Background: an optimization exercise with open tools, aiming at small area. Do not read the settings as production practice.
In this exercise RTL edits were held to simulation tests only and were not proved equivalent to the original.
No activity file was given, so power comes from the tool's default toggle rates.

## flow/design.v

```verilog
module kz_wdog (
    input  wire        clk,
    input  wire        rst_n,         
    input  wire        start,         
    input  wire        tick,          
    input  wire [9:0]  period_ms,     
    input  wire        auto_arm,      
    input  wire        req_valid,
    input  wire [1:0]  req_op,        
    input  wire [15:0] req_data,      
    input  wire [7:0]  req_sess,      
    input  wire [1:0]  req_role,      
    input  wire        req_net,       
    output reg         resp_valid,
    output reg  [1:0]  resp_code,     
    output reg  [1:0]  wd_state,      
    output wire [7:0]  miss_cons,     
    output reg  [31:0] miss_total,    
    output reg  [7:0]  owner,         
    output reg  [1:0]  miss_kind,     
    output reg  [1:0]  miss_evt,      
    output reg         force_evt,     
    output reg         w_to_c_evt     
);
    localparam [1:0] DISARMED = 2'd0, AWAITING = 2'd1, ARMED = 2'd2, FORCED = 2'd3;
    localparam [1:0] K_NONE = 2'd0, K_EARLY = 2'd1, K_LATE = 2'd2, K_WRONG = 2'd3;
    localparam [1:0] OP_ARM = 2'd0, OP_TOKEN = 2'd1, OP_DISARM = 2'd2, OP_CLOSE = 2'd3;
    localparam [1:0] R_OK = 2'd0, R_REFUSED = 2'd1, R_MISS = 2'd2;
    localparam [15:0] MASK = 16'hB400;
    function [15:0] lfsr_next(input [15:0] v);
        lfsr_next = v[0] ? ((v >> 1) ^ MASK) : (v >> 1);
    endfunction
    reg  [1:0]  cons;
    assign miss_cons = {6'd0, cons};
    reg  [9:0]  per;        
    reg  [15:0] last_tok;   
    reg  [7:0]  r;          
    reg  [1:0]  qa;         
    reg  [9:0]  qm;         
    reg         ph;         
    wire restart = !rst_n || start;
    wire armed    = (wd_state == ARMED);
    wire awaiting = (wd_state == AWAITING);
    wire own_none  = (owner == 8'hFF);
    wire own_match = (owner == req_sess);
    wire is_service  = req_role[1];
    wire is_operator = (req_role == 2'd1);
    wire may_arm = is_service ||
                   (!req_net && is_operator && (!wd_state[1] || own_none || own_match));
    wire may_disarm = is_service || own_match;
    wire qz = (qm == per);    
    wire do_arm    = req_valid && req_op == OP_ARM && req_data != 16'd0 && may_arm;
    wire do_token  = req_valid && req_op == OP_TOKEN && armed && own_match;
    wire tok_early = !ph && !qz;
    wire tok_ok    = !tok_early && req_data == lfsr_next(last_tok);
    wire do_disarm = req_valid && req_op == OP_DISARM && may_disarm;
    wire do_close  = req_valid && req_op == OP_CLOSE && owner == req_sess;
    wire req_ok    = do_arm || do_disarm || (req_valid && req_op == OP_CLOSE) ||
                     (do_token && tok_ok);
    wire fire      = tick && ph && qz;
    wire late_fire = fire && armed;
    wire dl_fire   = fire && awaiting;
    wire quiet     = !do_arm && !do_token && !do_disarm;    
    wire tok_miss  = !restart && do_token && !tok_ok;
    wire late_miss = !restart && quiet && late_fire;
    wire miss1     = tok_miss || late_miss;
    wire dl_miss   = !restart && quiet && dl_fire;
    wire [32:0] mt_c;
    assign mt_c[0] = miss1;
    assign mt_c[1] = dl_miss || (miss1 && miss_total[0]);
    genvar gi;
    generate
        for (gi = 1; gi < 32; gi = gi + 1) begin : g_mt
            assign mt_c[gi+1] = mt_c[gi] && miss_total[gi];
        end
    endgenerate
    wire        load_per = restart || do_arm;
    wire        t_restart = restart || do_arm || do_token || late_miss;
    wire       r_wrap  = tick && r == 8'd249;
    wire [1:0] qa_last = armed ? (ph ? 2'd2 : 2'd0) : 2'd3;
    wire       qa_wrap = r_wrap && qa == qa_last;
    wire [8:0]  r_c;
    wire [10:0] qm_c;
    assign r_c[0]  = tick;
    assign qm_c[0] = qa_wrap;
    generate
        for (gi = 0; gi < 8; gi = gi + 1) begin : g_r
            assign r_c[gi+1] = r_c[gi] && r[gi];
        end
        for (gi = 0; gi < 10; gi = gi + 1) begin : g_qm
            assign qm_c[gi+1] = qm_c[gi] && qm[gi];
        end
    endgenerate
    always @(posedge clk) begin
        if (load_per)
            per <= period_ms;
        if (t_restart) begin
            r  <= {7'd0, tick};
            qa <= 2'd0;
            qm <= 10'd0;
            ph <= 1'b0;
        end else begin
            r  <= r_wrap ? 8'd0 : r ^ r_c[7:0];
            qa <= qa_wrap ? 2'd0 : qa + {1'b0, r_wrap};
            if (!ph && qz) begin
                ph <= 1'b1;
                qm <= 10'd0;
            end else begin
                qm <= qm ^ qm_c[9:0];
            end
        end
        if (do_arm || (do_token && tok_ok))
            last_tok <= req_data;
        resp_valid <= rst_n && req_valid;
        resp_code  <= R_OK;
        miss_evt   <= 2'd0;
        force_evt  <= 1'b0;
        w_to_c_evt <= 1'b0;
        if (!rst_n)
            miss_total <= 32'd0;
        else
            miss_total <= miss_total ^ mt_c[31:0];
        if (restart) begin
            wd_state  <= auto_arm ? AWAITING : DISARMED;
            cons      <= 2'd0;
            owner     <= 8'hFF;
            miss_kind <= K_NONE;
            if (rst_n && req_valid)
                resp_code <= R_REFUSED;
        end else begin
            if (req_valid)
                resp_code <= req_ok ? R_OK : (do_token ? R_MISS : R_REFUSED);
            if (do_arm) begin
                w_to_c_evt <= 1'b1;
                wd_state   <= ARMED;
                cons       <= 2'd0;
                owner      <= req_sess;
            end else if (do_token) begin
                if (tok_ok) begin
                    cons <= 2'd0;
                end else begin
                    miss_evt  <= 2'd1;
                    miss_kind <= tok_early ? K_EARLY : K_WRONG;
                    cons      <= cons + 2'd1;
                    if (cons != 2'd0) begin
                        wd_state  <= FORCED;
                        force_evt <= 1'b1;
                    end
                end
            end else if (do_disarm) begin
                w_to_c_evt <= 1'b1;
                wd_state   <= DISARMED;
                owner      <= 8'hFF;
            end else begin
                if (do_close)
                    owner <= 8'hFF;
                if (late_fire) begin
                    miss_evt  <= 2'd1;
                    miss_kind <= K_LATE;
                    cons      <= cons + 2'd1;
                    if (cons != 2'd0) begin
                        wd_state  <= FORCED;
                        force_evt <= 1'b1;
                    end
                end else if (dl_fire) begin
                    miss_evt  <= 2'd2;
                    miss_kind <= K_LATE;
                    cons      <= 2'd2;
                    wd_state  <= FORCED;
                    force_evt <= 1'b1;
                end
            end
        end
    end
endmodule
```

## flow/flow/run.sh

```bash
#!/bin/bash
# Layout flow: the standard flow (standard synthesis unchanged), with the port
# buffers made from the smallest buffer, no dummy clock loads in CTS, synthesis
# buffers removed at floorplan and power (area) recovery after global routing.
set -euo pipefail
cd "$(dirname "$0")/.."
bash standard.sh \
    "BUFFER_PORTS_ARGS=-buffer_cell sky130_fd_sc_hd__buf_1" \
    "CTS_ARGS=-sink_clustering_enable -repair_clock_nets -dont_use_dummy_load" \
    REMOVE_ABC_BUFFERS=1 \
    RECOVER_POWER=100 \
    finish > flow_make.log 2>&1
```

## flow/standard.sh

```bash
#!/bin/bash
# synth_recipe.tcl (not shown) runs the flow's synth.tcl, then flattens the netlist and writes it again
# the make line also repeats each setting of config.mk as NAME=value (left out here)
make -C /OpenROAD-flow-scripts/flow DESIGN_CONFIG=/design/flow/config.mk WORK_HOME=/design/flow/orfs CLKGATE_MAP_FILE= SYNTH_SCRIPT=/design/flow/synth_recipe.tcl "${@:-finish}"
```

## flow/config.mk

```make
export PLATFORM = sky130hd
export DESIGN_NAME = kz_wdog
export DESIGN_NICKNAME = kz_wdog
export VERILOG_FILES = /design/flow/design.v
export SDC_FILE = /design/flow/constraint.sdc
export NUM_CORES = 4
export LEC_CHECK = 0
export CAP_MARGIN = 20
export CORE_MARGIN = 2
export CORE_UTILIZATION = 70
export PLACE_DENSITY = 0.8
export SLEW_MARGIN = 20
```

## flow/constraint.sdc

```tcl
create_clock -name core_clock -period 10.0 [get_ports {clk}]
set_input_delay 2.0000 -clock core_clock [delete_from_list [all_inputs] [get_ports {clk}]]
set_output_delay 2.0000 -clock core_clock [all_outputs]
set_load 0.01 [all_outputs]
```

==> flow_summary.json <==
{
  "status": "complete, no violations",
  "netlist.area_leader.share": 0.3286,
  "p_total_w": 0.0006643,
  "yosysMostFrequentCell": "dfxtp_1",
  "endpoint_kind": "flop",
  "yosys.area.top_type": "dfxtp_1",
  "core_um2": 5991,
  "hold_depth": 2,
  "routedWlPerCell_um": 15.37,
  "synthFlopType": "dfxtp_1",
  "grt_overflow": 0,
  "cts_tree": "done",
  "ff2ff_setup_slack_ps": 1650,
  "fmax_mhz": 105.7,
  "post_synth_inst_count": 366,
  "grt_pass1_wl_mm": 13.79,
  "worst_clock_skew_ps": 16.64,
  "rows": 28,
  "ir_drop_mv": 0.1285,
  "antenna_found_initial": 0,
  "fillerInstances": 396,
  "area_delta_synth_final_pct": 12.38,
  "cap_violations": 0,
  "synth.area.mux_share": 0.002567,
  "wl_mm": 8.344,
  "drt-pass1-iter-count": 4,
  "r2r-end": "miss_total[31]",
  "finalSetupViolCount": 0,
  "synth_compound_area_frac": 0.06902,
  "worstSetupStartpointType": "input pin",
  "cts-buffers-inserted": 9,
  "drive_gt1_frac": 0.04274,
  "ys_types": 49,
  "synth.avg_cell_area_um2": 11.99,
  "layout_setup_ws_ps": 540.3,
  "whs_endpoint": "miss_kind[1]",
  "post-cts-setup-buffers": 0,
  "initial_core_util": 0.7322,
  "netlist_area_um2": 4387,
  "dp_cells": 534,
  "synth_top_family_by_area": "simple AND/OR/NAND/NOR gates",
  "p_leak_nw": 2.114,
  "hold_path_startpoint": "miss_kind[1]",
  "final_hold_viol_count": 0,
  "num_io_pins": 104,
  "track_usage": 0.2521,
  "reg2regPathDepth": 39,
  "vias": 3083,
  "cts_resized": 0,
  "worst-path-max-fanout": 6,
  "cp_data_required_time_ps": 10260,
  "r2r_start": "per[5]",
  "worstMarginPinSlew_ps": 960.4,
  "hold_class": "flop to flop",
  "ys_seq_area_frac": 0.5203,
  "clock_path_buffers": 2,
  "ys_seq_elements": 100,
  "path_common_cell": "ha_1",
  "numPortBuffers": 97,
  "pre_cts_ws_ps": 185.0,
  "ant_nets": 0,
  "period_share": 0.9460,
  "clk-insertion-delay-late_ps": 360,
  "tns_ps": 0,
  "post-route-drc-count": 0,
  "die_y_um": 83.16,
  "max-slew-margin-rel": 0.3530,
  "rsz0062_at_grt": "false",
  "synthTopCellsByCount": "dfxtp_1 (72), and2_1 (49), ha_1 (49)",
  "synthAdderAreaFrac": 0.1398,
  "die_x_um": 83.16,
  "cts_hold_buf": 0,
  "avgViaCountPerCell": 5.678,
  "final_nets": 564,
  "synth-edff-count": 28,
  "synth_xor_area_frac": 0.07986,
  "max_stage_delay_ps": 570,
  "synth_async_sr_flop_share": 0,
  "path_class": "input pin to flop",
  "cts_root_buf": "clkbuf_8",
  "period_minus_slack_ps": 9460,
  "fin_cells": 543,
  "htree_levels": 3,
  "p_per_area_nw_per_um2": 134.7,
  "synthTopCellsByArea": "dfxtp_1 (33%), edfxtp_1 (19%), ha_1 (14%), and2_1 (7.0%), xnor2_1 (5.0%)",
  "post-dp-hpwl_mm": 6.379,
  "crit_arrival_ps": 9720,
  "grt_pass1_vias": 3077,
  "drt_iter0_drc": 120,
  "crit_path_start": "req_data[3]",
  "dieArea_um2": 6916,
  "post-route-util": 0.8229,
  "clkSinkCount": 100,
  "routabilityCongestion": 0.8579,
  "slew_violations": 0,
  "ys_warn_count": 1,
  "antenna_cells": 0,
  "synthSimpleGateAreaFrac": 0.1663,
  "grt_max_degree": 25,
  "crit_slowest_cell": "or4_4",
  "cts.clk_slew.worst_paths_ps": 90
}
[critical path: cells and delay by family]
kind,cells,cell delay [ps]
and+or+nand+nor,5,1460
xor gates and xnor gates,2,310
buffers and inverters,1,110
AOI/OAI and AO/OA,1,250
adders and majority gates,31,5620
[power by group]
group          switching, W  leakage (nW)  total [W]  internal [W]
registers        0.00000416         0.850   0.000427      0.000423
logic             0.0000253          1.20  0.0000412     0.0000159
clock network      0.000115        0.0647   0.000196     0.0000808
total              0.000144          2.11   0.000664      0.000520
[worst max-delay path by stage]
| stage | to | slack, ps | cells past startpoint |
|---|---|---|---|
| after CTS | miss_total[31] | 510 | 40 |
| after global placement | miss_total[31] | 360 | 40 |
| after global routing | miss_total[31] | 130 | 40 |
| final | miss_total[31] | 540 | 40 |
| after detailed placement | miss_total[31] | 180 | 40 |
| after floorplan | miss_total[31] | 720 | 39 |
[flip-flops by register name (all words and copies together), names as in the netlist, 2 cells and up]
register,flops
cons,2
last_tok,16
miss_evt,2
miss_kind,2
miss_total,32
owner,8
per,10
qa,2
qm,10
r,8
resp_code,2
wd_state,2
[kinds of logic (layout without fill, tap and decap cells)]
family | Yosys count | count (layout)
compound gates | 38 | 38
simple gates | 118 | 118
buf+inv | 19 | 116
other cells | 1 | 6
xor+xnor | 40 | 40
mux | 1 | 1
fa+ha+maj | 49 | 49
flops | 100 | 100
[layout by cell type (no fill, tap or decap), drive strengths merged, types with 2 or more instances in the layout]
master,n
buf,98
dfxtp,72
and2,50
ha,49
edfxtp,28
xnor2,25
xor2,15
nand4,10
nor4,10
clkbuf,10
o22a,9
inv,8
nor2,7
nand2,7
nand3,7
conb,6
nor2b,5
a21oi,5
and4,5
nor3,4
nand2b,3
o211a,3
o211ai,3
o21ai,3
or2,3
nand3b,2
a32o,2
a21o,2
or4,2
[cell type report]
| type | count | area [µm²] | share of cell area |
|---|---|---|---|
| multi-input combinational | 252 | 2021 | 0.4099 |
| tap | 75 | 93.84 | 0.01904 |
| inverter | 8 | 30.03 | 0.006091 |
| sequential | 100 | 2282 | 0.4629 |
| clock buffer | 9 | 123.9 | 0.02513 |
| timing repair buffer | 99 | 379.1 | 0.07690 |
[metrics by stage]
step / instance area [µm²] / hold WS (ps)
global route: 4930 / 499.1
finish: 4930 / 485.8
floorplan: 4342 / 490.8
detailed placement: 4815 / 471.0
global placement: 4815 / 460.4
CTS: 4938 / 482.1
[per-layer routing]
| layer | up-vias | track usage | wire length [µm] |
|---|---|---|---|
| li1 | 1520 | - | - |
| met1 | 1429 | 0.3017 | 3423 |
| met2 | 122 | 0.4274 | 4146 |
| met3 | 12 | 0.07356 | 640 |
| met4 | 0 | 0.1013 | 133 |
| met5 | - | 0 | 0 |

-- what the ideal ports hide --
How much do the figures lean on ideal ports? The routed layout below was timed once more, with nothing changed but the port constraints. Step 1, drivers: a clkbuf_16 drives clk and a buf_2 each remaining input, both assumed. Step 2 adds t to the input delays and takes it off the output delays; t is the mean of the earliest and latest rising clock arrival at the registers after step 1. Input paths then give back, and output paths get back, about the clock's delay inside the block. Slacks: ideal ports / drivers / drivers and shift; pairs: ideal ports / drivers.
t, ns: 0.387
setup WS [ns]: 0.540 / 0.546 / 0.160
worst register clock-pin slew, ns: 0.09 / 0.09
After both steps setup and hold are still met in this run. For this run, drivers alone change the setup slack by +0.006 ns; drivers and shift together by -0.380 ns.
